What follows belongs to an exercise in optimizing a design on an open flow for small area, a short achievable clock period and few clock cycles; a production flow would make more cautious choices.
In this exercise RTL edits were held to simulation tests only and were not proved equivalent to the original.

==> design/flow/design.v <==
module rc_ramp #(
    parameter W   = 33,
    parameter SGN = 0
) (
    input  wire         clk,
    input  wire         cap,       
    input  wire         prep,      
    input  wire         dstep,     
    input  wire [5:0]   cnt,
    input  wire         fin,       
    input  wire         fin2,      
    input  wire         xfer,      
    input  wire         step,      
    input  wire [W-1:0] x0_in,
    input  wire [W-1:0] x1_in,
    input  wire [8:0]   R,
    input  wire [8:0]   n,
    output reg  [W-1:0] X
);
    reg [W-1:0] x0;      
    reg [W-1:0] sh;      
    reg [7:0]   ra;      
    reg [9:0]   rb;      
    reg         neg;
    reg [1:0]   dg;      
    reg [5:0]   dpos;
    wire [W:0] x0e  = SGN ? {x0[W-1], x0} : {1'b0, x0};
    wire [W:0] x1e  = SGN ? {sh[W-1], sh} : {1'b0, sh};
    wire [W:0] diff = x1e - x0e;
    wire [W:0] mag  = diff[W] ? (~diff + 1'b1) : diff;
    wire       b     = sh[W-1];
    wire [8:0] ra2   = {ra, b};
    wire       qa    = (ra2 >= R);
    wire [8:0] ra_n  = qa ? (ra2 - R) : ra2;
    wire [10:0] bn   = b ? {2'b00, n} : 11'd0;
    wire [10:0] rb2  = {1'b0, rb[8:0], 1'b0} + bn;
    wire [10:0] rb2a = {1'b0, rb[8:0], 1'b0} + bn - {2'b00, R};
    wire [10:0] rb2b = {1'b0, rb[8:0], 1'b0} + bn - {1'b0, R, 1'b0};
    wire        ge2  = ~rb2b[10];
    wire        ge1  = ~rb2a[10];
    wire [9:0]  rb_n = ge2 ? rb2b[9:0] : (ge1 ? rb2a[9:0] : rb2[9:0]);
    wire [1:0]  dig  = ge2 ? 2'd2 : {1'b0, ge1};
    wire       c0r   = ({rb[8:0], 1'b0} >= {1'b0, R});
    wire [9:0] rem0  = c0r ? ({rb[8:0], 1'b0} - {1'b0, R}) : ({rb[8:0], 1'b0} + {1'b0, R});
    wire [W:0]   oh   = {{W{1'b0}}, 1'b1} << (W - 1 - dpos);
    wire [W-1:0] term = (dg[0] ? oh[W-1:0] : {W{1'b0}}) | (dg[1] ? {oh[W-2:0], 1'b0} : {W{1'b0}});
    wire [W:0]   xaw  = {x0, 1'b1} + {(neg ? ~term : term), neg};
    wire [W-1:0] xacc = xaw[W:1];
    always @(posedge clk) begin
        if (cap) begin
            x0 <= x0_in;
            sh <= x1_in;
        end else if (prep) begin
            sh  <= mag[W-1:0];
            neg <= diff[W];
            ra  <= 8'd0;
            rb  <= 10'd0;
            dg  <= 2'd0;
        end else if (dstep) begin
            x0 <= xacc;
            if (cnt < W) begin
                sh   <= {sh[W-2:0], qa};
                ra   <= ra_n[7:0];
                rb   <= rb_n;
                dg   <= dig;
                dpos <= cnt;
            end else begin
                dg   <= 2'd0;
            end
        end else if (fin) begin
            x0   <= xacc;
            rb   <= rem0;
            dg   <= {1'b0, c0r};
            dpos <= W - 1;
        end else if (fin2) begin
            x0   <= xacc;
        end
    end
    reg [W-1:0] qd;
    reg [9:0]   rem, rd2, tr;
    reg         aneg, cy;
    wire [10:0] rem2 = {1'b0, rem} + {1'b0, rd2};
    wire [10:0] rem3 = cy ? (rem2 - {1'b0, tr}) : rem2;
    wire [10:0] rem4 = rem3 + {1'b0, rd2};
    wire [10:0] rbx  = {1'b0, rb} + {2'b00, ra, 1'b0};
    wire [W:0]  xs   = {X, 1'b1} + {(aneg ? ~qd : qd), aneg ^ cy};
    always @(posedge clk) begin
        if (xfer) begin
            X    <= x0;
            qd   <= sh;
            rem  <= rb;
            rd2  <= {1'b0, ra, 1'b0};
            tr   <= {R, 1'b0};
            aneg <= neg;
            cy   <= (rbx >= {1'b0, R, 1'b0});
        end else if (step) begin
            rem <= rem3[9:0];
            cy  <= (rem4 >= {1'b0, tr});
            X   <= xs[W:1];
        end
    end
endmodule
module rc_act #(
    parameter W = 24
) (
    input  wire         clk,
    input  wire         xfer,
    input  wire         step,
    input  wire [W-1:0] x0,
    input  wire [W-1:0] sh,
    input  wire [7:0]   ra,
    input  wire [9:0]   rb,
    input  wire         neg,
    input  wire [8:0]   R,
    output reg  [W-1:0] X
);
    reg [W-1:0] qd;
    reg [9:0]   rem, rd2, tr;
    reg         aneg, cy;
    wire [10:0] rem2 = {1'b0, rem} + {1'b0, rd2};
    wire [10:0] rem3 = cy ? (rem2 - {1'b0, tr}) : rem2;
    wire [10:0] rem4 = rem3 + {1'b0, rd2};
    wire [10:0] rbx  = {1'b0, rb} + {2'b00, ra, 1'b0};
    wire [W:0]  xs   = {X, 1'b1} + {(aneg ? ~qd : qd), aneg ^ cy};
    always @(posedge clk) begin
        if (xfer) begin
            X    <= x0;
            qd   <= sh;
            rem  <= rb;
            rd2  <= {1'b0, ra, 1'b0};
            tr   <= {R, 1'b0};
            aneg <= neg;
            cy   <= (rbx >= {1'b0, R, 1'b0});
        end else if (step) begin
            rem <= rem3[9:0];
            cy  <= (rem4 >= {1'b0, tr});
            X   <= xs[W:1];
        end
    end
endmodule
module rc_setup_ga (
    input  wire        clk,
    input  wire        rst,
    input  wire        cap,
    input  wire [15:0] a0_in,
    input  wire [15:0] a1_in,
    input  wire [23:0] g0_in,
    input  wire [23:0] g1_in,
    input  wire [8:0]  R,
    input  wire [8:0]  n,
    output reg  [15:0] xa0,
    output reg  [15:0] sha,
    output reg  [7:0]  raa,
    output reg  [9:0]  rba,
    output reg         nega,
    output reg  [23:0] xg0,
    output reg  [23:0] shg,
    output reg  [7:0]  rag,
    output reg  [9:0]  rbg,
    output reg         negg
);
    localparam G_IDLE = 3'd0, G_PREP = 3'd1, G_DIV = 3'd2, G_FIN = 3'd3, G_FIN2 = 3'd4;
    reg [2:0] gst;
    reg       sel;           
    reg [4:0] gcnt;
    reg [1:0] dg;
    reg [4:0] dpos;
    wire [4:0]  wm1  = sel ? 5'd23 : 5'd15;       
    wire [23:0] x0s  = sel ? xg0 : {8'd0, xa0};
    wire [24:0] x0e  = sel ? {xg0[23], xg0} : {9'd0, xa0};
    wire [24:0] x1e  = sel ? {shg[23], shg} : {9'd0, sha};
    wire [24:0] diff = x1e - x0e;
    wire [24:0] mag  = diff[24] ? (~diff + 1'b1) : diff;
    wire        negs = sel ? negg : nega;
    wire [7:0]  ra   = sel ? rag : raa;
    wire [9:0]  rb   = sel ? rbg : rba;
    wire        b    = sel ? shg[23] : sha[15];
    wire [8:0]  ra2  = {ra, b};
    wire        qa   = (ra2 >= R);
    wire [8:0]  ra_n = qa ? (ra2 - R) : ra2;
    wire [10:0] bn   = b ? {2'b00, n} : 11'd0;
    wire [10:0] rb2  = {1'b0, rb[8:0], 1'b0} + bn;
    wire [10:0] rb2a = {1'b0, rb[8:0], 1'b0} + bn - {2'b00, R};
    wire [10:0] rb2b = {1'b0, rb[8:0], 1'b0} + bn - {1'b0, R, 1'b0};
    wire        ge2  = ~rb2b[10];
    wire        ge1  = ~rb2a[10];
    wire [9:0]  rb_n = ge2 ? rb2b[9:0] : (ge1 ? rb2a[9:0] : rb2[9:0]);
    wire [1:0]  dig  = ge2 ? 2'd2 : {1'b0, ge1};
    wire        c0r  = ({rb[8:0], 1'b0} >= {1'b0, R});
    wire [9:0]  rem0 = c0r ? ({rb[8:0], 1'b0} - {1'b0, R}) : ({rb[8:0], 1'b0} + {1'b0, R});
    wire [24:0] oh   = 25'd1 << (wm1 - dpos);
    wire [23:0] term = (dg[0] ? oh[23:0] : 24'd0) | (dg[1] ? {oh[22:0], 1'b0} : 24'd0);
    wire [24:0] xaw  = {x0s, 1'b1} + {(negs ? ~term : term), negs};
    wire [23:0] xacc = xaw[24:1];
    wire prep = (gst == G_PREP);
    wire dv   = (gst == G_DIV);
    wire acc  = dv || (gst == G_FIN) || (gst == G_FIN2);
    always @(posedge clk) begin
        if (rst)
            gst <= G_IDLE;
        else if (cap) begin
            gst <= G_PREP;
            sel <= 1'b0;
        end else case (gst)
            G_PREP: begin
                gst  <= G_DIV;
                gcnt <= 5'd0;
            end
            G_DIV: begin
                gcnt <= gcnt + 5'd1;
                if (gcnt == wm1)
                    gst <= G_FIN;
            end
            G_FIN: gst <= G_FIN2;
            G_FIN2: begin
                if (sel)
                    gst <= G_IDLE;
                else begin
                    sel <= 1'b1;
                    gst <= G_PREP;
                end
            end
            default: ;
        endcase
        if (prep)
            dg <= 2'd0;
        else if (dv) begin
            dg   <= dig;
            dpos <= gcnt;
        end else if (gst == G_FIN) begin
            dg   <= {1'b0, c0r};
            dpos <= wm1;
        end
        if (cap) begin
            xa0 <= a0_in;
            sha <= a1_in;
            xg0 <= g0_in;
            shg <= g1_in;
        end else begin
            if (prep && !sel) begin
                sha  <= mag[15:0];
                nega <= diff[24];
                raa  <= 8'd0;
                rba  <= 10'd0;
            end
            if (prep && sel) begin
                shg  <= mag[23:0];
                negg <= diff[24];
                rag  <= 8'd0;
                rbg  <= 10'd0;
            end
            if (dv && !sel) begin
                sha <= {sha[14:0], qa};
                raa <= ra_n[7:0];
                rba <= rb_n;
            end
            if (dv && sel) begin
                shg <= {shg[22:0], qa};
                rag <= ra_n[7:0];
                rbg <= rb_n;
            end
            if (gst == G_FIN && !sel)
                rba <= rem0;
            if (gst == G_FIN && sel)
                rbg <= rem0;
            if (acc && !sel)
                xa0 <= xacc[15:0];
            if (acc && sel)
                xg0 <= xacc;
        end
    end
endmodule
module render_contrib (
    input  wire        clk,
    input  wire        rst,
    input  wire        in_valid,
    output reg         in_ready,
    input  wire [23:0] g_start,     
    input  wire [23:0] g_target,    
    input  wire [32:0] d_start,     
    input  wire [32:0] d_target,    
    input  wire [15:0] a_start,     
    input  wire [15:0] a_target,    
    input  wire [27:0] y_in,        
    input  wire [8:0]  ramp_len,    
    input  wire [7:0]  j_first,     
    output wire        rd_en,
    output reg  [17:0] rd_age,
    input  wire [23:0] rd_data,
    output reg         out_valid,
    output reg  [42:0] out_p,       
    output wire [27:0] out_y        
);
    assign rd_en = 1'b1;
    reg  [3:0] phr;
    wire ph0 = phr[0];
    wire ph1 = phr[1];
    wire ph2 = phr[2];
    wire ph3 = phr[3];
    localparam S_IDLE = 3'd0, S_PREP = 3'd1, S_DIV = 3'd2, S_FIN = 3'd3, S_FIN2 = 3'd5, S_RDY = 3'd4;
    reg [2:0]  st;
    reg [5:0]  cnt;
    reg [8:0]  s_r;
    reg [8:0]  s_n;
    reg [7:0]  s_steps;
    reg [27:0] yin;
    reg        dx;           
    wire cap  = (st == S_IDLE) && in_valid;
    wire prep = (st == S_PREP);
    wire dstp = (st == S_DIV);
    wire fin  = (st == S_FIN);
    wire fin2 = (st == S_FIN2);
    wire rdy  = (st == S_RDY);
    wire [8:0] jp1 = {1'b0, j_first} + 9'd1;
    reg  [4:0] fcnt;         
    reg  [7:0] d_steps;      
    wire xfer_d = ph3 && fcnt[4] && rdy && !dx;
    wire emit   = ph0 && !fcnt[4];
    wire dostep = (d_steps != 8'd0);
    reg [5:0] sv, sf, ss;
    wire xfer_a = ph2 && sv[3] && sf[3];
    wire step_a = ph0 && sv[3] && ss[3];
    wire xfer_g = ph0 && sv[4] && sf[4];
    wire step_g = ph2 && sv[5] && ss[5];
    always @(posedge clk) begin
        if (rst) begin
            phr       <= 4'b0001;
            st        <= S_IDLE;
            dx        <= 1'b0;
            fcnt      <= 5'd16;
            sv        <= 6'd0;
            in_ready  <= 1'b0;
            out_valid <= 1'b0;
        end else begin
            phr <= {phr[2:0], phr[3]};
            case (st)
                S_IDLE: if (in_valid) begin
                    s_r  <= ramp_len;
                    yin     <= y_in;
                    s_n     <= (jp1 < ramp_len) ? jp1 : ramp_len;
                    s_steps <= (jp1 < ramp_len) ? (ramp_len[7:0] - jp1[7:0]) : 8'd0;
                    st   <= S_PREP;
                end
                S_PREP: begin
                    cnt     <= 6'd0;
                    st      <= S_DIV;
                end
                S_DIV: begin
                    cnt <= cnt + 6'd1;
                    if (cnt == 6'd32)
                        st <= S_FIN;
                end
                S_FIN: st <= S_FIN2;
                S_FIN2: st <= S_RDY;
                default: if (in_ready) begin
                    st <= S_IDLE;
                    dx <= 1'b0;
                end
            endcase
            if (xfer_d) begin
                dx      <= 1'b1;
                fcnt    <= 5'd0;
                d_steps <= s_steps;
            end
            if (emit) begin
                fcnt <= fcnt + 5'd1;
                if (dostep)
                    d_steps <= d_steps - 8'd1;
            end
            if (ph0) begin
                sv <= {sv[4:0], emit};
                sf <= {sf[4:0], fcnt == 5'd0};
                ss <= {ss[4:0], dostep};
            end
            in_ready  <= xfer_g;
            out_valid <= ph0 && sv[5];
        end
    end
    wire [32:0] xd;
    wire [23:0] xg;
    wire [15:0] xa;
    rc_ramp #(.W(33), .SGN(0)) u_rd (
        .clk(clk), .cap(cap), .prep(prep), .dstep(dstp), .cnt(cnt), .fin(fin), .fin2(fin2),
        .xfer(xfer_d), .step(emit && dostep),
        .x0_in(d_start), .x1_in(d_target), .R(s_r), .n(s_n), .X(xd));
    wire [15:0] ga_x0, ga_sh;
    wire [7:0]  ga_ra;
    wire [9:0]  ga_rb;
    wire        ga_neg;
    wire [23:0] gg_x0, gg_sh;
    wire [7:0]  gg_ra;
    wire [9:0]  gg_rb;
    wire        gg_neg;
    rc_setup_ga u_sga (
        .clk(clk), .rst(rst), .cap(cap),
        .a0_in(a_start), .a1_in(a_target), .g0_in(g_start), .g1_in(g_target),
        .R(s_r), .n(s_n),
        .xa0(ga_x0), .sha(ga_sh), .raa(ga_ra), .rba(ga_rb), .nega(ga_neg),
        .xg0(gg_x0), .shg(gg_sh), .rag(gg_ra), .rbg(gg_rb), .negg(gg_neg));
    rc_act #(.W(24)) u_rg (
        .clk(clk), .xfer(xfer_g), .step(step_g),
        .x0(gg_x0), .sh(gg_sh), .ra(gg_ra), .rb(gg_rb), .neg(gg_neg), .R(s_r), .X(xg));
    rc_act #(.W(16)) u_ra (
        .clk(clk), .xfer(xfer_a), .step(step_a),
        .x0(ga_x0), .sh(ga_sh), .ra(ga_ra), .rb(ga_rb), .neg(ga_neg), .R(s_r), .X(xa));
    wire [16:0] dint = xd[32:16];
    wire        dnz  = |dint;
    wire [16:0] e_w  = dint - {16'd0, dnz};
    wire [17:0] base = {1'b0, e_w} + {14'd0, 4'd15 - fcnt[3:0]};
    wire [16:0] m_w  = {dnz, xd[15:0]};
    reg [16:0] m1, m1b;
    reg [17:0] base1, base1b;
    reg [33:0] m2, m2b;
    always @(posedge clk) begin
        if (ph0) begin
            m1     <= m_w;
            base1  <= base;
            m1b    <= m1;
            base1b <= base1;
            m2b    <= m2;
        end
    end
    reg  [17:0] cb;
    reg  [35:0] dd;
    reg  [25:0] cpa, cpb;
    reg  [34:0] cp1;
    wire [34:0] cpsum = {9'd0, cpa} + {cpb, 9'd0};
    wire [35:0] dd_w  = {10'd0, cpa} + {1'b0, cpb, 9'd0} - {1'b0, m1, 18'd0} - {2'b00, m1, 17'd0}
                        + 36'd47244640256;
    always @(posedge clk) begin
        cpa <= m1 * cb[8:0];
        cpb <= m1 * cb[17:9];
        cp1 <= cpsum;
        dd <= dd_w;
        if (ph2)
            m2 <= cpsum[33:0];
        cb <= ph0 ? {1'b0, m_w} : (ph2 ? dd_w[17:0] : dd[35:18]);
    end
    reg  [52:0] U;
    reg  [19:0] zz;
    wire [19:0] m1bz = {3'b000, m1b};
    wire [52:0] ua = ph1 ? {18'd0, cp1}          : U;
    wire [52:0] ub = ph1 ? {9'd0, cpa, 18'd0}    : {3'd0, m2b, 16'd0};
    wire [52:0] uc = ph1 ? {cpb, 27'd0}          : {{1{zz[19]}}, zz, 32'd0};
    wire [52:0] ud = ph1 ? (53'd0 - (53'd6 << 48)) : 53'd0;
    always @(posedge clk) begin
        U <= ua + ub + uc + ud;
        if (ph1)
            zz <= 20'd393216 - (m1bz + {m1bz[17:0], 2'b00});
        else if (ph2)
            zz <= 20'd0 - (m1bz + {m1bz[18:0], 1'b0});
        else
            zz <= 20'd0 - m1bz;
    end
    wire        r_d3  = ph2 | ph1;    
    wire        rneg  = ph2 | ph0;    
    wire        cneg  = rneg ? (~U[52] & (|U)) : U[52];
    wire [52:0] rcon  = (r_d3 ? ((53'd3 << 50) + (53'd3 << 26)) : ((53'd1 << 50) + (53'd1 << 26)))
                        + {52'd0, rneg} - {52'd0, cneg};
    wire [52:0] t_raw = (rneg ? ~U : U) + rcon;
    reg  [25:0] tr;
    always @(posedge clk) tr <= t_raw[52:27];
    wire        a_d3  = ph3 | ph2;
    wire [12:0] thi   = tr[25:13];
    reg  [12:0] qhi, lo13;
    reg  [1:0]  rhi;
    always @(posedge clk) begin
        qhi  <= a_d3 ? thi / 13'd3 : thi;
        rhi  <= a_d3 ? thi % 13'd3 : 13'd0;
        lo13 <= tr[12:0];
    end
    wire        b_d3 = ph0 | ph3;
    wire [14:0] lo15 = {rhi, lo13};
    wire [14:0] qlo  = b_d3 ? lo15 / 15'd3 : lo15;
    wire [25:0] qq   = {qhi, qlo[12:0]};
    reg  signed [23:0] h;
    always @(posedge clk) h <= qq[23:0] ^ 24'h800000;
    reg [23:0] xr;
    always @(posedge clk) begin
        rd_age <= ph2 ? base1b : rd_age + 18'd1;
        xr     <= rd_data;
    end
    reg  signed [31:0] q0, q1, q2;
    always @(posedge clk) begin
        q0 <= h * $signed({1'b0, xr[7:0]});
        q1 <= h * $signed({1'b0, xr[15:8]});
        q2 <= h * $signed(xr[23:16]);
    end
    reg  [49:0] acc;
    wire [49:0] acc0 = ph2 ? 50'd131072 : acc;    
    wire [49:0] q0e  = {{18{q0[31]}}, q0};
    wire [49:0] q1e  = {{10{q1[31]}}, q1, 8'd0};
    wire [49:0] q2e  = {{2{q2[31]}}, q2, 16'd0};
    always @(posedge clk)
        acc <= acc0 + q0e + q1e + q2e;
    function [27:0] sat28;
        input signed [31:0] x;
        begin
            if (x > 32'sd134217727)
                sat28 = 28'h7ffffff;
            else if (x < -32'sd134217728)
                sat28 = 28'h8000000;
            else
                sat28 = x[27:0];
        end
    endfunction
    reg  [27:0] v;
    reg  [27:0] y, yg;
    reg  [28:0] diff;
    wire [28:0] yprev  = sf[3] ? {yin[27], yin} : {y[27], y};
    wire [28:0] diff_w = yprev - {v[27], v};
    always @(posedge clk) begin
        if (ph2)
            v <= sat28(acc[49:18]);
        diff <= diff_w;
    end
    reg  [24:0] am;
    reg  [15:0] bm;
    always @(posedge clk) begin
        am <= (ph3 | ph0) ? {9'd0, xa} : {xg[23], xg};
        case (1'b1)
            ph3:     bm <= {1'b0, diff_w[14:0]};
            ph0:     bm <= {{2{diff[28]}}, diff[28:15]};
            ph1:     bm <= {1'b0, y[14:0]};
            default: bm <= {{3{y[27]}}, y[27:15]};
        endcase
    end
    reg  signed [32:0] pma, pmb, pla, plb;
    always @(posedge clk) begin
        pma <= $signed(am) * $signed({1'b0, bm[7:0]});
        pmb <= $signed(am) * $signed(bm[15:8]);
        pla <= pma;
        plb <= pmb;
    end
    wire signed [27:0] vz = ph2 ? $signed(v) : 28'sd0;
    wire signed [54:0] cs = $signed(pla) + ($signed(plb) <<< 8) + ($signed(pma) <<< 15)
                            + ($signed(pmb) <<< 23) + ($signed(vz) <<< 16)
                            + (ph2 ? 55'sd32768 : 55'sd256);
    always @(posedge clk) begin
        if (ph2) begin
            y  <= sat28(cs[47:16]);
            yg <= y;
        end
        out_p <= cs[51:9];
    end
    assign out_y = yg;
endmodule
==> design/flow/flow/run.sh <==
#!/bin/bash
set -euo pipefail
bash standard.sh SETUP_SLACK_MARGIN=14.4 "BUFFER_PORTS_ARGS=-buffer_cell sky130_fd_sc_hd__buf_2" finish > standard_make.log 2>&1
==> design/flow/standard.sh <==
#!/bin/bash
# synth_recipe.tcl (not shown) runs the flow's synth.tcl, then flattens the netlist and writes it again
# the make line also repeats each setting of config.mk as NAME=value (left out here)
make -C /OpenROAD-flow-scripts/flow DESIGN_CONFIG=/design/flow/config.mk WORK_HOME=/design/flow/orfs CLKGATE_MAP_FILE= SYNTH_SCRIPT=/design/flow/synth_recipe.tcl "${@:-finish}"
==> design/flow/config.mk <==
export PLATFORM = sky130hd
export DESIGN_NAME = render_contrib
export DESIGN_NICKNAME = render_contrib
export VERILOG_FILES = /design/flow/design.v
export SDC_FILE = /design/flow/constraint.sdc
export NUM_CORES = 4
export LEC_CHECK = 0
export CAP_MARGIN = 20
export CORE_MARGIN = 2
export CORE_UTILIZATION = 40
export SLEW_MARGIN = 20
==> design/flow/constraint.sdc <==
create_clock -name core_clock -period 20.0 [get_ports {clk}]
set_input_delay 4.0000 -clock core_clock [delete_from_list [all_inputs] [get_ports {clk}]]
set_output_delay 4.0000 -clock core_clock [all_outputs]
set_load 0.01 [all_outputs]
==> run summary, run 1 <==
- Outcome: timing/DRC/antenna clean
- Avg Cell Area, Syn: about 9.4 um2
- Initial DRC count: roughly 7,400
- DIE AREA: between 0.3 and 0.4 mm2
- Clock Sinks: approximately 1,500
- Unrepaired setup endpoints after global routing: true
- Met3 Use GR: under 10%
- Main area contributors after synthesis: fa_1 (18%), edfxtp_1 (17%), ha_1 (12%), dfxtp_1 (10%), inv_1 (4.8%)
- Maximum Capacitance Violations: 0
- GR Overflow Total: 0
- Post-synth EDFFs: 772
- Reg clk slew, reported paths: about 0.06 ns
- Post-layout min period: 5.658 ns
- GR Layer Usage met1: a little under a third
- Slew margin rel.: 27.69%
- Slew @ Worst Pin: roughly 1.1 ns
- Hold buffer count at cts: 0
- Synth Cell Area: between 0.1 and 0.15 mm2
- DP HPWL: approximately 290,000 um
- Share of layout cells above drive strength 1: about 11%
- Count leader, synth: inv_1
- Root Buffer: clkbuf_16
- DRC: 0
- CP arrival: ~6.5 ns
- Cell accounting for the most synthesized area: fa_1
- Die height: 583.1 um
- CP Launch Type: register
- Pre-Repair DR Iteration Count: 6
- GRT Util Overall: ~22%
- Prevailing post-synth register cell: edfxtp_1
- Initial Utilization: between 40% and 50%
- Worst Path Class, Setup: register to register
- Port-buffer cells: around 300
- Hold Vio Cnt, Final: 0
- Via/cell ratio: between 5 and 6
- Slowest stage cell, crit path: fa_2
- Number of global-route vias before repair: ~100,000
- Skew-Pair Late Insertion Delay: just over 0.9 ns
- Layout Nets: ~17,000
- Largest net degree at the start of global routing: around 150
- Syn Nets: ~17,000
- Crit-path max FO: 12
- Largest stage delay, worst path: approximately 0.58 ns
- DR WL/cell: approximately 20 um
- Critical Path Sink Type: register
- Fmax: about 0.18 GHz
- Chip Width: a little under 600 um
- Synth cell types: just over 100
- Placeable Area: 0.3337 mm2
- Met2 Resource Use GR: a little over a third
- Fin cells: 19,100
- Gpl congestion: between 0.8 and 0.9
- CTS Buf Count: roughly 180
- Clock Path Buffers: 4
- Top cells by count, synth: inv_1 (1,730), ha_1 (1,295), fa_1 (1,216)
- Max-slew violation count: 0
- TritonCTS clock tree: built
- Placed cells: around 18,000
- Area growth from synthesis to layout: 13.11%
- Row count: 212
- #FFs+latches synth: between 1,000 and 1,500
- Setup-failing EPs final: 0
- ANT nets after route: 0
- First-pass GRT wire length: a little under 600,000 um
- H-tree levels: 4
- Ys async rst share: 0%
- Vias: 101,400
- Fin crit share: 28.29%
- Worst hold path class: register to register
- CP required: approximately 21 ns
- Post-synthesis sequential area ratio: about 28%
- Routed WL: ~390,000 um
- Cells after Synth: around 14,000
- Setup TNS: 0 ns
- Final Skew: just over 0.1 ns
- Yosys top cell area share: approximately 18%
- Busiest grt layer: met2
- Crit path cell chain: buf_12 > nand2_1 > fa_1 > inv_1 > fa_1 > inv_1 > fa_1 > inv_1 > fa_2 > ha_4 > a21o_1 > a21o_1 > nor4_4 > nor3_1 > a311o_1 > or4_4 > and3_4 > o31ai_4 > buf_4 > o21bai_1 > a21oi_1 > xnor2_1
- Yosys warning count: 5
- Boundary pin count: 310
- Initial antenna violation count: 38
-- worst max-delay path, delay by kind of cell, from the launching register on --
kind / cells / cell delay [ns]
compound gates: 6 / 1.17
simple gates: 5 / 1.09
buf+inv: 5 / 0.53
flops: 1 / 0.40
xor+xnor: 1 / 0.13
fa+ha+maj: 5 / 2.27
-- state kept, by name, summed over array words and instances, names as in the netlist, 33 cells and up, named ones only --
signal / count
cp1: 35
u_rd.X: 33
u_rd.qd: 33
acc: 50
u_rd.x0: 33
out_p: 43
pma: 33
U: 37
m2b: 34
u_rd.sh: 33
m2: 34
-- metal layers --
metal,vias to the layer above,part of all wire [%]
met5,-,0.0054
met4,4,2.4
met3,449,6.4
met2,2766,46
met1,49830,46
li1,48310,-
-- per-stage QoR --
step,util [%],hold slack [ns],worst slack [ns],cell area [um2]
after floorplan,-,0.3096,13.88,134800
after global placement,42.08,0.3121,13.00,140400
after detailed placement,42.08,0.3128,13.00,140400
after CTS,44.74,0.3212,14.24,149300
after global routing,45.46,0.3296,14.17,151700
final,45.46,0.3185,14.34,151700
-- area by class of cell --
cell class                      instances  area [um2]
Sequential cell                      1461       37280
Fill cell                           31830      182000
Multi-Input combinational cell      10480       90770
Antenna cell                            5       12.51
Tap cell                             4387        5489
Clock buffer                          218        4821
Clock inverter                        104        1030
Inverter                             1741        6573
Timing Repair Buffer                  700        5723
-- what timing repair did --
item / in CTS / in global routing
setup buffers: 147 / 110
cloned: 17 / 11
pin swaps: 152 / 211
setup endpoints to repair: 238 / 170
resized for setup: 397 / 276
-- placed cells by master (no fill, tap or decap), drive strengths merged, types with 230 or more instances in the layout --
cell	Yosys	routed
xnor2	620	620
o21ai	677	677
xor2	391	391
a21o	252	252
buf	41	678
ha	1295	1295
nand2	1210	1210
a21oi	750	750
fa	1216	1216
nor2	913	914
clkbuf	492	230
dfxtp	689	689
and2	785	785
inv	1735	1746
edfxtp	772	772
-- worst paths after layout --
| kind | startpoint | to | slack (ns) | depth (start not counted) |
|---|---|---|---|---|
| min | tr[4] | lo13[4] | 0.32 | 0 |
| min reg2reg | tr[4] | lo13[4] | 0.32 | 0 |
| max reg2reg | h[11] | q0[29] | 14.34 | 22 |
| max | h[11] | q0[29] | 14.34 | 22 |
-- cells by family (layout without fill, tap and decap cells) --
kind of cell,Yosys count,after routing,share of synthesized area (%)
compound gates,2644,2645,12.41
buf+inv,2274,2763,6.376
fa+ha+maj,2512,2512,30.24
xor+xnor,1013,1013,6.636
flops,1461,1461,27.57
other cells,1,6,0.002796
mux,254,254,2.029
simple gates,4055,4057,14.74
Testbench counts, summed over its fixed seeds: cycles 25,064.
==> inputs of run 2 (changes only) <==
--- a/design/flow/config.mk
+++ b/design/flow/config.mk
@@ -7,2 +7,3 @@
 export LEC_CHECK = 0
+export ABC_AREA = 1
 export CAP_MARGIN = 20
==> run summary, run 2 <==
- Routed WL: 382,300 um (was 385,900 um)
- Critical Path Sink Type: register (unchanged)
- Largest stage delay, worst path: 0.53 ns (was 0.58 ns)
- H-tree levels: 4 (unchanged)
- Maximum Capacitance Violations: 0 (unchanged)
- Clock Sinks: 1,461 (unchanged)
- Vias: 103,300 (was 101,400)
- Cell accounting for the most synthesized area: fa_1 (unchanged)
- Crit-path max FO: 7 (was 12)
- Setup ws final: 14.35 ns (was 14.34 ns)
- Via/cell ratio: 5.002 (was 5.307)
- Hold path endpoint: h[17] (was lo13[4])
- Post-synthesis sequential area ratio: 28.15% (was 27.57%)
- Slew @ Worst Pin: 1.123 ns (was 1.081 ns)
- Endpoint of the lowest-slack register-to-register path: q1[27] (was q0[29])
- Yosys warning count: 5 (unchanged)
- Layout Nets: 18,880 (was 17,290)
- Syn Nets: 18,310 (was 16,940)
- Number of global-route vias before repair: 100,100 (was 99,880)
- Clock Path Buffers: 4 (unchanged)
- Most flops, register: acc (unchanged)
- Reg2reg setup slack: 14.35 ns (was 14.34 ns)
- Crit path max-delay family: adder cells (unchanged)
- Max reg flops: 50 (unchanged)
- Reg2Reg Depth: 29 (was 22)
- Count leader, synth: nand2_1 (was inv_1)
- Avg Cell Area, Syn: 8.431 um2 (was 9.436 um2)
- # fillers: 31,350 (was 31,830)
- DR WL/cell: 18.52 um (was 20.21 um)
- Post-layout min period: 5.648 ns (was 5.658 ns)
- Slowest stage cell, crit path: fa_1 (was fa_2)
- Register area: 0.03716 mm2 (was 0.03728 mm2)
- Post-place setup slack: 12.23 ns (was 13.00 ns)
- Commonest non-fill, non-tap cells in the layout: nand2_1 (3,172), inv_1 (3,158), ha_1 (1,218) (was inv_1 (1,707), ha_1 (1,242), nand2_1 (1,197))
- Row count: 210 (was 212)
- Die height: 577.1 um (was 583.1 um)
- DIE AREA: 0.3330 mm2 (was 0.3400 mm2)
- CP arrival: 6.33 ns (was 6.46 ns)
- Yosys top cell area share: 18.53% (was 18.15%)
- Unrepaired setup endpoints after global routing: true (unchanged)
- Bufs and invs on worst path: 8 (was 5)
- Post-synth EDFFs: 772 (unchanged)
- Main area contributors after synthesis: fa_1 (19%), edfxtp_1 (18%), ha_1 (12%), dfxtp_1 (11%), nand2_1 (9.3%) (was fa_1 (18%), edfxtp_1 (17%), ha_1 (12%), dfxtp_1 (10%), inv_1 (4.8%))
- Ys async rst share: 0% (unchanged)
- Prevailing post-synth register cell: edfxtp_1 (unchanged)
- First-pass GRT wire length: 578,300 um (was 588,400 um)
- Top cells by count, synth: nand2_1 (3,255), inv_1 (3,209), ha_1 (1,295) (was inv_1 (1,730), ha_1 (1,295), fa_1 (1,216))
- Root Buffer: clkbuf_16 (unchanged)
- Initial DRC count: 7,495 (was 7,411)
- Worst hold path class: register to register (unchanged)
- Skew-Pair Late Insertion Delay: 0.94 ns (was 0.92 ns)
- Max-slew violation count: 0 (unchanged)
- Cells after Synth: 15,580 (was 14,210)
- Synth Cell Area: 0.1314 mm2 (was 0.1341 mm2)
- Synth cell types: 81 (was 102)
- Reg clk slew, reported paths: 0.06 ns (about the same)
- Most frequent CP cell: nand2_2
- Min-Delay Startpoint: qhi[4] (was tr[4])
- Final Skew: 0.1215 ns (was 0.1019 ns)
- Setup TNS: 0 ns (unchanged)
- Worst hold path depth: 0 (unchanged)
- ANT nets after route: 0 (unchanged)
- GRT Util Overall: 22.33% (was 22.17%)
- Multi-input combinational cell area: 0.08309 mm2 (was 0.09077 mm2)
- Port-buffer cells: 308 (unchanged)
- Largest regs: acc: 50 flops, out_p: 43 flops, U: 37 flops (unchanged)
- Gpl congestion: 0.9234 (was 0.8963)
- Fmax: 0.1770 GHz (was 0.1767 GHz)
- CP Launch Type: register (unchanged)
- Initial antenna violation count: 30 (was 38)
- #FFs+latches synth: 1,461 (unchanged)
- CTS Buf Count: 176 (was 178)
- Area growth from synthesis to layout: 14.91% (was 13.11%)
- Slew margin rel.: 25.15% (was 27.69%)
- TritonCTS clock tree: built (unchanged)
- DRC: 0 (unchanged)
- DP HPWL: 286,600 um (was 287,200 um)
- Initial Utilization: 40.16% (was 40.19%)
- Most common cell after layout, fill and taps aside: nand2_1 (was inv_1)
- Placeable Area: 0.3271 mm2 (was 0.3337 mm2)
- Pre-Repair DR Iteration Count: 6 (unchanged)
- Chip Width: 577.1 um (was 583.1 um)
- Hold Vio Cnt, Final: 0 (unchanged)
- Worst r2r src: h[5] (was h[11])
- Outcome: timing/DRC/antenna clean (unchanged)
- GR Overflow Total: 0 (unchanged)
- Share of layout cells above drive strength 1: 11.42% (was 11.25%)
- Boundary pin count: 310 (unchanged)
- Setup-failing EPs final: 0 (unchanged)
- CP required: 20.68 ns (was 20.80 ns)
- Worst Path Class, Setup: register to register (unchanged)
- Fin crit share: 28.24% (was 28.29%)
- Largest net degree at the start of global routing: 99 (was 146)
run 2: routing by layer:
layer / up-vias / wire [um] / GRT usage (%)
met4: 10 / 12250 / 6.567
met2: 3085 / 172000 / 35.85
li1: 50150 / - / -
met3: 558 / 25930 / 3.196
met5: - / 63 / 0
met1: 49500 / 172100 / 31.18
run 2: area by class of cell:
| class | instances | area share [%] |
|---|---|---|
| Sequential cell | 1461 | 24.62 |
| Timing Repair Buffer | 827 | 4.641 |
| Inverter | 3235 | 8.076 |
| Multi-Input combinational cell | 10450 | 55.05 |
| Timing Repair inverter | 2 | 0.009947 |
| Clock inverter | 90 | 0.7112 |
| Tap cell | 4346 | 3.602 |
| Clock buffer | 231 | 3.287 |
| Antenna cell | 6 | 0.009947 |
run 2: logic make-up (layout without fill, tap and decap cells):
| family | Yosys count | in the layout | synth area share, % |
|---|---|---|---|
| fa+ha+maj | 2511 | 2511 | 30.87 |
| mux | 9 | 9 | 0.06953 |
| flops | 1461 | 1461 | 28.15 |
| simple gates | 4692 | 4696 | 14.36 |
| other cells | 1 | 7 | 0.002855 |
| buf+inv | 3675 | 4385 | 10.58 |
| compound gates | 2340 | 2343 | 10.01 |
| xor+xnor | 891 | 891 | 5.966 |
run 2: metrics by stage:
stage	instance area, um2	instances	utilization (%)	hold WS, ns
global placement	137900	19930	42.14	0.3124
floorplan	131700	15580	-	0.3096
detailed placement	137900	19930	42.14	0.3121
CTS	147400	20460	45.05	0.3244
global route	150900	20640	46.14	0.3353
finish	150900	20650	46.14	0.3232
run 2: worst reg2reg max path, delay by kind of cell, from the launching register on:
kind                       cells  cell delay, ns
buffers and inverters          8            0.78
and+or+nand+nor               11            0.89
xor gates and xnor gates       1            0.48
adders and majority gates      5            2.34
DFF                            1            0.36
AOI/OAI and AO/OA              4            0.62
run 2: worst max-delay path by stage:
stage | start | end | slack [ns] | depth (start not counted)
after floorplan | j_first[0] | s_n[4] | 14.06 | 17
after global placement | phr[2] | y[21] | 12.29 | 34
after detailed placement | phr[2] | y[12] | 12.23 | 34
after CTS | h[5] | q0[30] | 14.29 | 29
after global routing | xr[18] | q2[30] | 14.05 | 28
final | h[5] | q1[27] | 14.35 | 29
run 2: what timing repair did:
item | 4_1_cts | 5_1_grt
buffers inserted | 197 | 166
gates resized for setup | 364 | 446
pin swaps | 151 | 367
hold buffers | 0 | 0
endpoints found under the setup margin | 229 | 204
cloned | 18 | 16
==> inputs of run 3 (changes only) <==
--- a/design/flow/config.mk
+++ b/design/flow/config.mk
@@ -7,6 +7,5 @@
 export LEC_CHECK = 0
-export ABC_AREA = 1
 export CAP_MARGIN = 20
 export CORE_MARGIN = 2
-export CORE_UTILIZATION = 40
+export CORE_UTILIZATION = 50
 export SLEW_MARGIN = 20
==> run summary, run 3 <==
- Final Skew: 0.1007 ns (was 0.1215 ns)
- DRC: 0 (unchanged)
- Max-slew violation count: 0 (unchanged)
- Post-layout min period: 5.653 ns (was 5.648 ns)
- Fmax: 0.1769 GHz (was 0.1770 GHz)
- Setup TNS: 0 ns (unchanged)
- Via/cell ratio: 5.666 (was 5.002)
- Port-buffer cells: 308 (unchanged)
- Synth cell types: 102 (was 81)
- Bufs and invs on worst path: 4 (was 8)
- Prevailing post-synth register cell: edfxtp_1 (unchanged)
- CP required: 20.72 ns (was 20.68 ns)
- Post-synthesis sequential area ratio: 27.57% (was 28.15%)
- Avg Cell Area, Syn: 9.436 um2 (was 8.431 um2)
- Initial DRC count: 7,478 (was 7,495)
- Initial antenna violation count: 28 (was 30)
- Unrepaired setup endpoints after global routing: true (unchanged)
- #FFs+latches synth: 1,461 (unchanged)
- Root Buffer: clkbuf_16 (unchanged)
- Fin crit share: 28.27% (was 28.24%)
- Max reg flops: 50 (unchanged)
- Chip Width: 521.9 um (was 577.1 um)
- GR Overflow Total: 0 (unchanged)
- GRT Util Overall: 28.51% (was 22.33%)
- First-pass GRT wire length: 604,000 um (was 578,300 um)
- Commonest non-fill, non-tap cells in the layout: inv_1 (1,705), ha_1 (1,244), fa_1 (1,201) (was nand2_1 (3,172), inv_1 (3,158), ha_1 (1,218))
- Yosys warning count: 5 (unchanged)
- Ys async rst share: 0% (unchanged)
- Top cells by count, synth: inv_1 (1,730), ha_1 (1,295), fa_1 (1,216) (was nand2_1 (3,255), inv_1 (3,209), ha_1 (1,295))
- Outcome: timing/DRC/antenna clean (unchanged)
- Placeable Area: 0.2674 mm2 (was 0.3271 mm2)
- CP Launch Type: register (unchanged)
- Hold Slack: 0.2996 ns (was 0.3232 ns)
- Most common cell after layout, fill and taps aside: inv_1 (was nand2_1)
- ANT nets after route: 0 (unchanged)
- Hold buffer count at cts: 0 (unchanged)
- Reg clk slew, reported paths: 0.07 ns (was 0.06 ns)
- Area growth from synthesis to layout: 12.07% (was 14.91%)
- Setup-failing EPs final: 0 (unchanged)
- Slowest stage cell, crit path: fa_1 (unchanged)
- Clock Sinks: 1,461 (unchanged)
- Cells after Synth: 14,210 (was 15,580)
- Initial Utilization: 50.15% (was 40.16%)
- Pre-Repair DR Iteration Count: 7 (was 6)
- Worst Path Class, Setup: register to register (unchanged)
- Yosys top cell area share: 18.15% (was 18.53%)
- CTS Buf Count: 181 (was 176)
- DP HPWL: 297,300 um (was 286,600 um)
- Row count: 190 (was 210)
- Share of layout cells above drive strength 1: 10.94% (was 11.42%)
- Crit path cell chain: buf_4 > clkbuf_16 > and2_4 > fa_2 > inv_2 > fa_1 > fa_1 > fa_1 > inv_2 > ha_4 > nor2b_4 > o21ai_4 > a21boi_4 > o21ai_2 > a21oi_2 > o21ai_2 > a21oi_2 > o41ai_2 > o21ai_2 > o31a_1 > a41o_1 > or4_4 > a2111o_1 > o311ai_1
- DIE AREA: 0.2724 mm2 (was 0.3330 mm2)
- Critical Path Sink Type: register (unchanged)
- Post-synth EDFFs: 772 (unchanged)
- Crit-path max FO: 4 (was 7)
- Boundary pin count: 310 (unchanged)
- Largest stage delay, worst path: 0.52 ns (was 0.53 ns)
- Cell accounting for the most synthesized area: fa_1 (unchanged)
- Clock Path Buffers: 4 (unchanged)
- Crit path max-delay family: compound AO/OA/AOI/OAI gates (was adder cells)
- Routed WL: 394,900 um (was 382,300 um)
- CP arrival: 6.37 ns (was 6.33 ns)
- Largest regs: acc: 50 flops, out_p: 43 flops, U: 37 flops (unchanged)
- Synth Cell Area: 0.1341 mm2 (was 0.1314 mm2)
- Number of global-route vias before repair: 104,400 (was 100,100)
- Vias: 103,300 (about the same)
- Worst hold path class: register to register (unchanged)
- Syn Nets: 16,940 (was 18,310)
- Slew margin rel.: 20.81% (was 25.15%)
- Largest net degree at the start of global routing: 131 (was 99)
- Gpl congestion: 0.9210 (was 0.9234)
- Slew @ Worst Pin: 1.173 ns (was 1.123 ns)
- Layout Nets: 17,240 (was 18,880)
- Hold Vio Cnt, Final: 0 (unchanged)
- Count leader, synth: inv_1 (was nand2_1)
- DR WL/cell: 21.67 um (was 18.52 um)
- TritonCTS clock tree: built (unchanged)
- Skew-Pair Late Insertion Delay: 0.87 ns (was 0.94 ns)
- H-tree levels: 4 (unchanged)
- Die height: 521.9 um (was 577.1 um)
- Maximum Capacitance Violations: 0 (unchanged)
- Most flops, register: acc (unchanged)
- Main area contributors after synthesis: fa_1 (18%), edfxtp_1 (17%), ha_1 (12%), dfxtp_1 (10%), inv_1 (4.8%) (was fa_1 (19%), edfxtp_1 (18%), ha_1 (12%), dfxtp_1 (11%), nand2_1 (9.3%))
[run 3: kinds of logic (layout without fill, tap and decap cells)]
family | count (synthesis) | after routing | synth area share, %
compound gates | 2644 | 2645 | 12.41
xor+xnor | 1013 | 1013 | 6.636
fa+ha+maj | 2512 | 2512 | 30.24
buf+inv | 2274 | 2716 | 6.376
flops | 1461 | 1461 | 27.57
mux | 254 | 254 | 2.029
other cells | 1 | 18 | 0.002796
simple gates | 4055 | 4056 | 14.74
[run 3: final timing paths]
| path | from | to | slack (ns) | depth (start not counted) |
|---|---|---|---|---|
| min reg2reg | pmb[18] | plb[18] | 0.30 | 0 |
| min | pmb[18] | plb[18] | 0.30 | 0 |
| max | h[3] | q2[30] | 14.35 | 24 |
| max reg2reg | h[3] | q2[30] | 14.35 | 24 |
[run 3: timing repair]
action,4_1_cts,5_1_grt
setup buffers,128,86
gates cloned,14,7
endpoints found under the setup margin,352,259
resized for setup,392,276
pin swaps,132,225
[run 3: area by class of cell]
type	count	area (um2)
timing repair buffer	649	5197
antenna	17	42.54
clock buffer	238	4990
inverter	1741	6580
tap	3552	4444
sequential	1461	37240
clock inverter	88	984.7
multi-input combinational	10480	90840
fill	23650	117100
[run 3: metal layers]
| layer | global-route usage, % | vias up | routed length [um] |
|---|---|---|---|
| met4 | 10.49 | 14 | 16780 |
| li1 | - | 48200 | - |
| met1 | 37.39 | 51370 | 166600 |
| met2 | 47.76 | 3012 | 187000 |
| met3 | 4.161 | 691 | 24500 |
| met5 | 0 | - | 90 |
[run 3: metrics by stage]
stage	setup slack (ns)	instance area, um2	cells	util, %
finish	14.35	150300	18230	56.21
global route	14.13	150300	18210	56.19
CTS	14.13	148200	18120	55.42
detailed placement	12.93	139300	17650	52.10
global placement	12.87	139300	17650	52.09
floorplan	13.88	134800	14210	-
==> inputs of run 4 (changes only) <==
--- a/design/flow/config.mk
+++ b/design/flow/config.mk
@@ -7,2 +7,3 @@
 export LEC_CHECK = 0
+export ABC_AREA = 1
 export CAP_MARGIN = 20
==> run summary, run 4 <==
- First-pass GRT wire length: 565,900 um (was 604,000 um)
- Yosys warning count: 5 (unchanged)
- Setup TNS: 0 ns (unchanged)
- Synth cell types: 81 (was 102)
- Worst hold path class: register to register (unchanged)
- Count leader, synth: nand2_1 (was inv_1)
- H-tree levels: 4 (unchanged)
- Outcome: timing/DRC/antenna clean (unchanged)
- Worst hold path depth: 0 (unchanged)
- Top cells by count, synth: nand2_1 (3,255), inv_1 (3,209), ha_1 (1,295) (was inv_1 (1,730), ha_1 (1,295), fa_1 (1,216))
- Post-synthesis sequential area ratio: 28.15% (was 27.57%)
- Max-slew violation count: 0 (unchanged)
- DR WL/cell: 18.65 um (was 21.67 um)
- Initial antenna violation count: 11 (was 28)
- Worst Path Class, Setup: register to register (unchanged)
- Placeable Area: 0.2618 mm2 (was 0.2674 mm2)
- Setup-failing EPs final: 0 (unchanged)
- Clock Sinks: 1,461 (unchanged)
- Slew margin rel.: 29.58% (was 20.81%)
- Initial DRC count: 6,889 (was 7,478)
- Vias: 102,000 (was 103,300)
- Pre-Repair DR Iteration Count: 7 (unchanged)
- Final Instance Area: 0.1492 mm2 (was 0.1503 mm2)
- Commonest non-fill, non-tap cells in the layout: nand2_1 (3,175), inv_1 (3,166), ha_1 (1,233) (was inv_1 (1,705), ha_1 (1,244), fa_1 (1,201))
- Fin crit share: 28.25% (was 28.27%)
- Layout Nets: 18,850 (was 17,240)
- #FFs+latches synth: 1,461 (unchanged)
- Min-Delay Startpoint: tr[5] (was pmb[18])
- Placed Area: 0.1369 mm2 (was 0.1393 mm2)
- Gpl congestion: 0.9289 (was 0.9210)
- Fin cells: 19,780 (was 18,230)
- GRT Util Overall: 27.21% (was 28.51%)
- Critical Path Sink Type: register (unchanged)
- CP required: 20.73 ns (was 20.72 ns)
- Port-buffer cells: 308 (unchanged)
- Initial Utilization: 50.17% (was 50.15%)
- Hold buffer count at cts: 0 (unchanged)
- Chip Width: 516.6 um (was 521.9 um)
- Main area contributors after synthesis: fa_1 (19%), edfxtp_1 (18%), ha_1 (12%), dfxtp_1 (11%), nand2_1 (9.3%) (was fa_1 (18%), edfxtp_1 (17%), ha_1 (12%), dfxtp_1 (10%), inv_1 (4.8%))
- Endpoint of the lowest-slack register-to-register path: pmb[30] (was q2[30])
- Hold Vio Cnt, Final: 0 (unchanged)
- Most flops, register: acc (unchanged)
- Share of layout cells above drive strength 1: 10.78% (was 10.94%)
- Cell accounting for the most synthesized area: fa_1 (unchanged)
- Post-layout min period: 5.649 ns (was 5.653 ns)
- Number of global-route vias before repair: 101,300 (was 104,400)
- Slew @ Worst Pin: 1.056 ns (was 1.173 ns)
- Boundary pin count: 310 (unchanged)
- Root Buffer: clkbuf_16 (unchanged)
- Routed WL: 368,900 um (was 394,900 um)
- Hold path endpoint: lo13[5] (was plb[18])
- CP arrival: 6.38 ns (was 6.37 ns)
- Largest net degree at the start of global routing: 91 (was 131)
- Crit path max-delay family: adder cells (was compound AO/OA/AOI/OAI gates)
- Largest stage delay, worst path: 0.56 ns (was 0.52 ns)
- Reg2Reg Depth: 32 (was 24)
- Maximum Capacitance Violations: 0 (unchanged)
- TritonCTS clock tree: built (unchanged)
- Clock Path Buffers: 4 (unchanged)
- Crit-path max FO: 24 (was 4)
- Most common cell after layout, fill and taps aside: nand2_1 (was inv_1)
- Yosys top cell area share: 18.53% (was 18.15%)
- Reg2reg setup slack: 14.35 ns (about the same)
- ANT nets after route: 0 (unchanged)
- CTS Buf Count: 183 (was 181)
- Avg Cell Area, Syn: 8.431 um2 (was 9.436 um2)
- Ys async rst share: 0% (unchanged)
- Final Skew: 0.06175 ns (was 0.1007 ns)
- Largest regs: acc: 50 flops, out_p: 43 flops, U: 37 flops (unchanged)
- Die height: 516.6 um (was 521.9 um)
- Placed cells: 19,110 (was 17,650)
- Post-synth EDFFs: 772 (unchanged)
- DRC: 0 (unchanged)
- Fmax: 0.1770 GHz (was 0.1769 GHz)
- Max reg flops: 50 (unchanged)
- Syn Nets: 18,310 (was 16,940)
- DIE AREA: 0.2668 mm2 (was 0.2724 mm2)
- Slowest stage cell, crit path: fa_1 (unchanged)
- Cells after Synth: 15,580 (was 14,210)
- Unrepaired setup endpoints after global routing: true (unchanged)
- Skew-Pair Late Insertion Delay: 0.86 ns (was 0.87 ns)
- Via/cell ratio: 5.154 (was 5.666)
- GR Overflow Total: 0 (unchanged)
- Synth Cell Area: 0.1314 mm2 (was 0.1341 mm2)
- Finished Core Util: 57.01% (was 56.21%)
- Reg clk slew, reported paths: 0.06 ns (was 0.07 ns)
- Row count: 188 (was 190)
- DP HPWL: 280,300 um (was 297,300 um)
- Bufs and invs on worst path: 4 (unchanged)
- Prevailing post-synth register cell: edfxtp_1 (unchanged)
- CP Launch Type: register (unchanged)
- Area growth from synthesis to layout: 13.62% (was 12.07%)
- Worst r2r src: bm[9] (was h[3])
run 4: cell types whose count changed after synthesis, moves of 117 or more:
cell      delta
o21a_1     -121
nand2b_1   -189
nand2_1   +2045
nor2b_1    -211
xnor2_1    -388
a21o_1     -222
mux2_2     -132
inv_1     +1479
nor3_1     -117
o21ai_0    +138
a21oi_1    +174
and2_1     -777
nor2_1     -124
xor2_1     +265
run 4: worst max-delay path by stage:
stage,startpoint,cells past startpoint,slack [ns],endpoint
after floorplan,j_first[0],17,14.06,s_n[4]
after global placement,am[5],35,13.46,pma[32]
after detailed placement,h[1],27,13.44,q2[30]
after CTS,xr[20],28,14.28,q2[30]
after global routing,bm[12],35,14.06,pmb[31]
final,bm[9],32,14.35,pmb[30]
run 4: routing by layer:
| metal | wire, um | vias to the layer above | GRT usage (%) |
|---|---|---|---|
| li1 | - | 50070 | - |
| met1 | 158100 | 48880 | 35.56 |
| met2 | 176200 | 2417 | 46.53 |
| met3 | 20400 | 593 | 3.369 |
| met4 | 14150 | 6 | 9.174 |
| met5 | 45 | - | 0 |
run 4: per-stage QoR:
step / setup slack (ns) / hold WS, ns
after floorplan: 14.06 / 0.3096
after global placement: 13.46 / 0.3116
after detailed placement: 13.44 / 0.3121
after CTS: 14.28 / 0.3158
after global routing: 14.06 / 0.3135
final: 14.35 / 0.3145
run 4: logic make-up after synthesis:
kind of cell / after synthesis / share of synthesized area, %
DFF: 1461 / 28.15
other: 1 / 0.002855
AOI/OAI and AO/OA: 2340 / 10.01
and+or+nand+nor: 4692 / 14.36
xor gates and xnor gates: 891 / 5.966
muxes: 9 / 0.06953
buffers and inverters: 3675 / 10.58
adders and majority gates: 2511 / 30.87
run 4: layout make-up:
class	instances	area, um2
multi-input cells	10450	82720
flip-flops and latches	1461	37140
fillers	23790	112600
repair inverters	3	21.27
clock buffers	243	5024
repair buffers	784	6725
well taps	3515	4398
inverters	3235	12230
clock inverters	82	970.9
diodes	7	17.52
run 4: timing repair:
item / 4_1_cts / 5_1_grt
buffers inserted: 139 / 163
resized for setup: 350 / 395
setup endpoints to repair: 192 / 209
pin swaps: 134 / 335
cloned: 21 / 19
run 4: worst register-to-register path, delay by kind of cell, from the launching register on:
family                     cells  cell delay, ns
AOI/OAI and AO/OA              9            1.05
xor gates and xnor gates       1            0.13
adders and majority gates      5            2.35
buffers and inverters          4            0.41
DFF                            1            0.35
and+or+nand+nor               13            1.22
==> inputs of run 5 (changes only) <==
--- a/design/flow/config.mk
+++ b/design/flow/config.mk
@@ -11,2 +11,3 @@
 export CORE_UTILIZATION = 50
+export PLACE_DENSITY = 0.7
 export SLEW_MARGIN = 20
==> run summary, run 5 <==
- Post-synth EDFFs: 772 (unchanged)
- Post-layout min period: 5.726 ns (was 5.649 ns)
- Slowest stage cell, crit path: fa_1 (unchanged)
- Fin crit share: 28.63% (was 28.25%)
- Worst hold path class: register to register (unchanged)
- DIE AREA: 0.2668 mm2 (unchanged)
- Unrepaired setup endpoints after global routing: true (unchanged)
- Syn Nets: 18,310 (unchanged)
- Area growth from synthesis to layout: 13.28% (was 13.62%)
- Count leader, synth: nand2_1 (unchanged)
- Maximum Capacitance Violations: 0 (unchanged)
- # fillers: 22,650 (was 23,790)
- Avg Cell Area, Syn: 8.431 um2 (unchanged)
- Largest net degree at the start of global routing: 126 (was 91)
- Pre-Repair DR Iteration Count: 6 (was 7)
- Max-slew violation count: 0 (unchanged)
- Cell accounting for the most synthesized area: fa_1 (unchanged)
- Root Buffer: clkbuf_16 (unchanged)
- TritonCTS clock tree: built (unchanged)
- Final Skew: 0.08452 ns (was 0.06175 ns)
- Worst Path Class, Setup: register to register (unchanged)
- CP Launch Type: register (unchanged)
- Most frequent CP cell: fa_1
- CTS Buf Count: 176 (was 183)
- Gpl congestion: 0.9541 (was 0.9289)
- Initial DRC count: 8,850 (was 6,889)
- Vias: 104,500 (was 102,000)
- Placed cells: 19,100 (was 19,110)
- Slew @ Worst Pin: 1.151 ns (was 1.056 ns)
- Synth cell types: 81 (unchanged)
- Yosys warning count: 5 (unchanged)
- Post-synthesis sequential area ratio: 28.15% (unchanged)
- Critical Path Sink Type: register (unchanged)
- Die height: 516.6 um (unchanged)
- Fin cells: 19,740 (was 19,780)
- Reg clk slew, reported paths: 0.06 ns (about the same)
- Cells after Synth: 15,580 (unchanged)
- Hold buffer count at cts: 0 (unchanged)
- Most flops, register: acc (unchanged)
- Most common cell after layout, fill and taps aside: nand2_1 (unchanged)
- Placeable Area: 0.2618 mm2 (unchanged)
- Initial antenna violation count: 25 (was 11)
- H-tree levels: 4 (unchanged)
- Setup ws final: 14.27 ns (was 14.35 ns)
- Via/cell ratio: 5.293 (was 5.154)
- ANT nets after route: 0 (unchanged)
- Row count: 188 (unchanged)
- Routed WL: 370,000 um (was 368,900 um)
- Setup-failing EPs final: 0 (unchanged)
- Placed Area: 0.1368 mm2 (was 0.1369 mm2)
- CP required: 20.70 ns (was 20.73 ns)
- Chip Width: 516.6 um (unchanged)
- #FFs+latches synth: 1,461 (unchanged)
- Number of global-route vias before repair: 101,700 (was 101,300)
- Ys async rst share: 0% (unchanged)
- DR WL/cell: 18.75 um (was 18.65 um)
- First-pass GRT wire length: 562,100 um (was 565,900 um)
- Initial Utilization: 50.17% (unchanged)
- GRT Util Overall: 26.95% (was 27.21%)
- Final Instance Area: 0.1488 mm2 (was 0.1492 mm2)
- GR Overflow Total: 0 (unchanged)
- Layout Nets: 18,800 (was 18,850)
- Main area contributors after synthesis: fa_1 (19%), edfxtp_1 (18%), ha_1 (12%), dfxtp_1 (11%), nand2_1 (9.3%) (unchanged)
- Setup TNS: 0 ns (unchanged)
- Yosys top cell area share: 18.53% (unchanged)
- CP arrival: 6.42 ns (was 6.38 ns)
- Share of layout cells above drive strength 1: 10.63% (was 10.78%)
- Synth Cell Area: 0.1314 mm2 (unchanged)
- Crit-path max FO: 5 (was 24)
- Slew margin rel.: 22.96% (was 29.58%)
- Largest regs: acc: 50 flops, out_p: 43 flops, U: 37 flops (unchanged)
- Post-place setup slack: 13.32 ns (was 13.44 ns)
- DP HPWL: 275,300 um (was 280,300 um)
- Hold Vio Cnt, Final: 0 (unchanged)
- Clock Path Buffers: 4 (unchanged)
- Commonest non-fill, non-tap cells in the layout: nand2_1 (3,181), inv_1 (3,168), ha_1 (1,228) (was nand2_1 (3,175), inv_1 (3,166), ha_1 (1,233))
- Skew-Pair Late Insertion Delay: 0.90 ns (was 0.86 ns)
- Prevailing post-synth register cell: edfxtp_1 (unchanged)
- Port-buffer cells: 308 (unchanged)
- Hold Slack: 0.3199 ns (was 0.3145 ns)
- DRC: 0 (unchanged)
- Outcome: timing/DRC/antenna clean (unchanged)
- Finished Core Util: 56.84% (was 57.01%)
- Max reg flops: 50 (unchanged)
- Fmax: 0.1746 GHz (was 0.1770 GHz)
- Multi-input combinational cell area: 0.08284 mm2 (was 0.08272 mm2)
- Top cells by count, synth: nand2_1 (3,255), inv_1 (3,209), ha_1 (1,295) (unchanged)
- Boundary pin count: 310 (unchanged)
- Largest stage delay, worst path: 0.53 ns (was 0.56 ns)
- Register area: 0.03718 mm2 (was 0.03714 mm2)
- Clock Sinks: 1,461 (unchanged)
==> run 5: changes by cell type in the layout (fill, tap and decap cells not counted), moves of 7 or more <==
cell	change
fa_2	+7
buf_12	-11
buf_6	+11
a21oi_2	-7
buf_4	-29
nand2_2	-13
fa_1	-7
clkbuf_1	-15
dfxtp_4	+8
dfxtp_1	-12
==> run 5: kinds of logic after synthesis <==
kind of cell | after synthesis | share of synthesized area [%]
buf+inv | 3675 | 10.58
other cells | 1 | 0.002855
xor+xnor | 891 | 5.966
fa+ha+maj | 2511 | 30.87
flops | 1461 | 28.15
simple gates | 4692 | 14.36
mux | 9 | 0.06953
compound gates | 2340 | 10.01
==> run 5: critical path, delay by kind of cell, from the launching register on <==
| family | cells | cell delay, ns |
|---|---|---|
| AO/OA/AOI/OAI | 14 | 2.18 |
| XOR/XNOR | 1 | 0.13 |
| adder cells (fa/ha/maj) | 5 | 2.26 |
| buffers and inverters | 2 | 0.19 |
| flip-flops | 1 | 0.40 |
| AND/OR/NAND/NOR | 6 | 0.47 |
==> run 5: area by class of cell <==
class,instances,share of cell area (%)
Antenna cell,12,0.02018
Clock buffer,230,3.351
Clock inverter,84,0.6575
Inverter,3235,8.182
Multi-Input combinational cell,10450,55.67
Sequential cell,1461,24.98
Tap cell,3515,2.955
Timing Repair Buffer,751,4.175
Timing Repair inverter,2,0.008408
==> run 5: timing repair <==
| action | 4_1_cts | 5_1_grt |
|---|---|---|
| buffers inserted | 152 | 134 |
| pin swaps | 124 | 346 |
| endpoints found under the setup margin | 192 | 200 |
| endpoints found under the hold margin | 0 | 0 |
| gates cloned | 15 | 12 |
| gates resized for setup | 309 | 454 |
==> run 5: worst paths after layout <==
check	startpoint	to	slack (ns)	cells after the start
worst min-delay path	qhi[1]	h[14]	0.32	0
worst min register to register	qhi[1]	h[14]	0.32	0
worst max register to register	h[6]	q1[30]	14.27	28
worst max-delay path	h[6]	q1[30]	14.27	28
==> run 5: layer usage <==
metal	GRT usage [%]	part of all wire, %	up-vias
li1	-	-	49980
met1	37.22	42	49760
met2	43.13	45	3999
met3	4.300	8.9	708
met4	8.832	3.6	12
met5	0	0.019	-
==> inputs of run 6 (changes only) <==
--- a/design/flow/config.mk
+++ b/design/flow/config.mk
@@ -11,3 +11,4 @@
 export CORE_UTILIZATION = 50
-export PLACE_DENSITY = 0.7
+export CTS_CLUSTER_DIAMETER = 120
+export CTS_CLUSTER_SIZE = 20
 export SLEW_MARGIN = 20
==> run summary, run 6 <==
- DP HPWL: 280,300 um (was 275,300 um)
- Largest net degree at the start of global routing: 91 (was 126)
- Fin crit share: 28.19% (was 28.63%)
- Setup ws final: 14.36 ns (was 14.27 ns)
- Hold path endpoint: lo13[1] (was h[14])
- Row count: 188 (unchanged)
- Routed WL: 366,200 um (was 370,000 um)
- Max-slew violation count: 0 (unchanged)
- GRT Util Overall: 26.99% (was 26.95%)
- Setup TNS: 0 ns (unchanged)
- Synth cell types: 81 (unchanged)
- Bufs and invs on worst path: 4 (was 2)
- Unrepaired setup endpoints after global routing: true (unchanged)
- Final Skew: 0.05864 ns (was 0.08452 ns)
- Slowest stage cell, crit path: fa_1 (unchanged)
- Slew @ Worst Pin: 1.043 ns (was 1.151 ns)
- CTS Buf Count: 88 (was 176)
- Yosys top cell area share: 18.53% (unchanged)
- Post-layout min period: 5.639 ns (was 5.726 ns)
- # fillers: 24,070 (was 22,650)
- Cells after Synth: 15,580 (unchanged)
- Worst hold path depth: 0 (unchanged)
- Share of layout cells above drive strength 1: 10.03% (was 10.63%)
- Outcome: timing/DRC/antenna clean (unchanged)
- GR Overflow Total: 0 (unchanged)
- Worst r2r src: xr[23] (was h[6])
- Main area contributors after synthesis: fa_1 (19%), edfxtp_1 (18%), ha_1 (12%), dfxtp_1 (11%), nand2_1 (9.3%) (unchanged)
- Ys async rst share: 0% (unchanged)
- Syn Nets: 18,310 (unchanged)
- Critical Path Sink Type: register (unchanged)
- Endpoint of the lowest-slack register-to-register path: q2[31] (was q1[30])
- ANT nets after route: 0 (unchanged)
- H-tree levels: 3 (was 4)
- Most flops, register: acc (unchanged)
- Hold Vio Cnt, Final: 0 (unchanged)
- Pre-Repair DR Iteration Count: 7 (was 6)
- Setup-failing EPs final: 0 (unchanged)
- Hold Slack: 0.3311 ns (was 0.3199 ns)
- Crit-path max FO: 3 (was 5)
- Reg2Reg Depth: 31 (was 28)
- Count leader, synth: nand2_1 (unchanged)
- Reg2reg setup slack: 14.36 ns (was 14.27 ns)
- Commonest non-fill, non-tap cells in the layout: nand2_1 (3,165), inv_1 (3,163), ha_1 (1,229) (was nand2_1 (3,181), inv_1 (3,168), ha_1 (1,228))
[run 6: cell counts after synthesis]
Identical to the previous run, type by type.
[run 6: logic make-up after synthesis]
group / count (synthesis) / share of synthesized area (%)
compound gates: 2340 / 10.01
other cells: 1 / 0.002855
xor+xnor: 891 / 5.966
simple gates: 4692 / 14.36
fa+ha+maj: 2511 / 30.87
buf+inv: 3675 / 10.58
flops: 1461 / 28.15
mux: 9 / 0.06953
[run 6: per-layer routing]
metal / wire length [um] / vias up / GRT usage [%]
met5: 13 / - / 0
li1: - / 49770 / -
met3: 18320 / 469 / 2.969
met4: 13330 / 2 / 8.421
met2: 176200 / 2346 / 46.38
met1: 158400 / 48710 / 35.58
[run 6: layout make-up]
| class | instances | area (um2) | area share [%] |
|---|---|---|---|
| Multi-Input combinational cell | 10450 | 82960 | 56.74 |
| Timing Repair Buffer | 780 | 6716 | 4.594 |
| Tap cell | 3515 | 4398 | 3.008 |
| Sequential cell | 1461 | 37170 | 25.43 |
| Clock buffer | 132 | 2441 | 1.670 |
| Timing Repair inverter | 2 | 10.01 | 0.006847 |
| Inverter | 3235 | 12230 | 8.363 |
| Clock inverter | 18 | 256.5 | 0.1754 |
| Antenna cell | 7 | 17.52 | 0.01198 |
[run 6: worst max path at each step]
| stage | start | to | slack, ns | depth (start not counted) |
|---|---|---|---|---|
| floorplan | j_first[0] | s_n[4] | 14.06 | 17 |
| global placement | am[5] | pma[32] | 13.46 | 35 |
| detailed placement | h[1] | q2[30] | 13.44 | 27 |
| CTS | xr[23] | q2[30] | 14.29 | 27 |
| global route | xr[23] | q2[31] | 14.12 | 29 |
| finish | xr[23] | q2[31] | 14.36 | 31 |
[run 6: repair_timing]
action,4_1_cts,5_1_grt
buffers inserted,119,175
endpoints found under the setup margin,193,206
cloned,22,21
resized for setup,350,465
pin swaps,123,368
[run 6: worst reg2reg max path: cells and delay by family, from the launching register on]
family	cells	cell delay, ns
buffers and inverters	4	0.39
AOI/OAI and AO/OA	10	1.17
and+or+nand+nor	11	1.22
xor gates and xnor gates	1	0.13
DFF	1	0.36
adders and majority gates	5	2.25
[run 6: per-stage QoR]
stage / cells / util (%)
4_1_cts: 19400 / 54.39
6_report: 19600 / 55.84
3_5_place_dp: 19110 / 52.30
5_1_grt: 19600 / 55.84
3_3_place_gp: 19110 / 52.30
2_1_floorplan: 15580 / -

[static timing again, ports no longer ideal]
No port has a modelled driver above. Below, the same layouts with a new extraction and two added sets of constraints.
Step 1 assumes that a clkbuf_16 drives the clock port and a buf_2 every other input.
Step 2 times the ports against the registers' clock, not the clock port: input delays grow and output delays shrink by t, the midpoint of the rising clock arrivals with the driver on.
Three values: ideal ports, drivers, drivers and shift; two values: the first two.
run	t (ns)	slack for setup (ns)	slew at the worst register clock pin (ns)
run 1	0.972	14.342 / 14.342 / 13.541	0.07 / 0.07
run 2	0.983	14.352 / 14.352 / 13.448	0.07 / 0.07
run 3	0.923	14.347 / 14.347 / 13.514	0.07 / 0.07
run 4	0.933	14.351 / 14.351 / 13.667	0.07 / 0.07
run 5	0.939	14.274 / 14.274 / 13.641	0.08 / 0.08
run 6	0.869	14.361 / 14.338 / 13.694	0.10 / 0.10
After both steps every run listed still meets setup and hold. For run 2, which loses most, drivers alone change the setup slack by 0.000 ns; drivers and shift together by -0.904 ns.
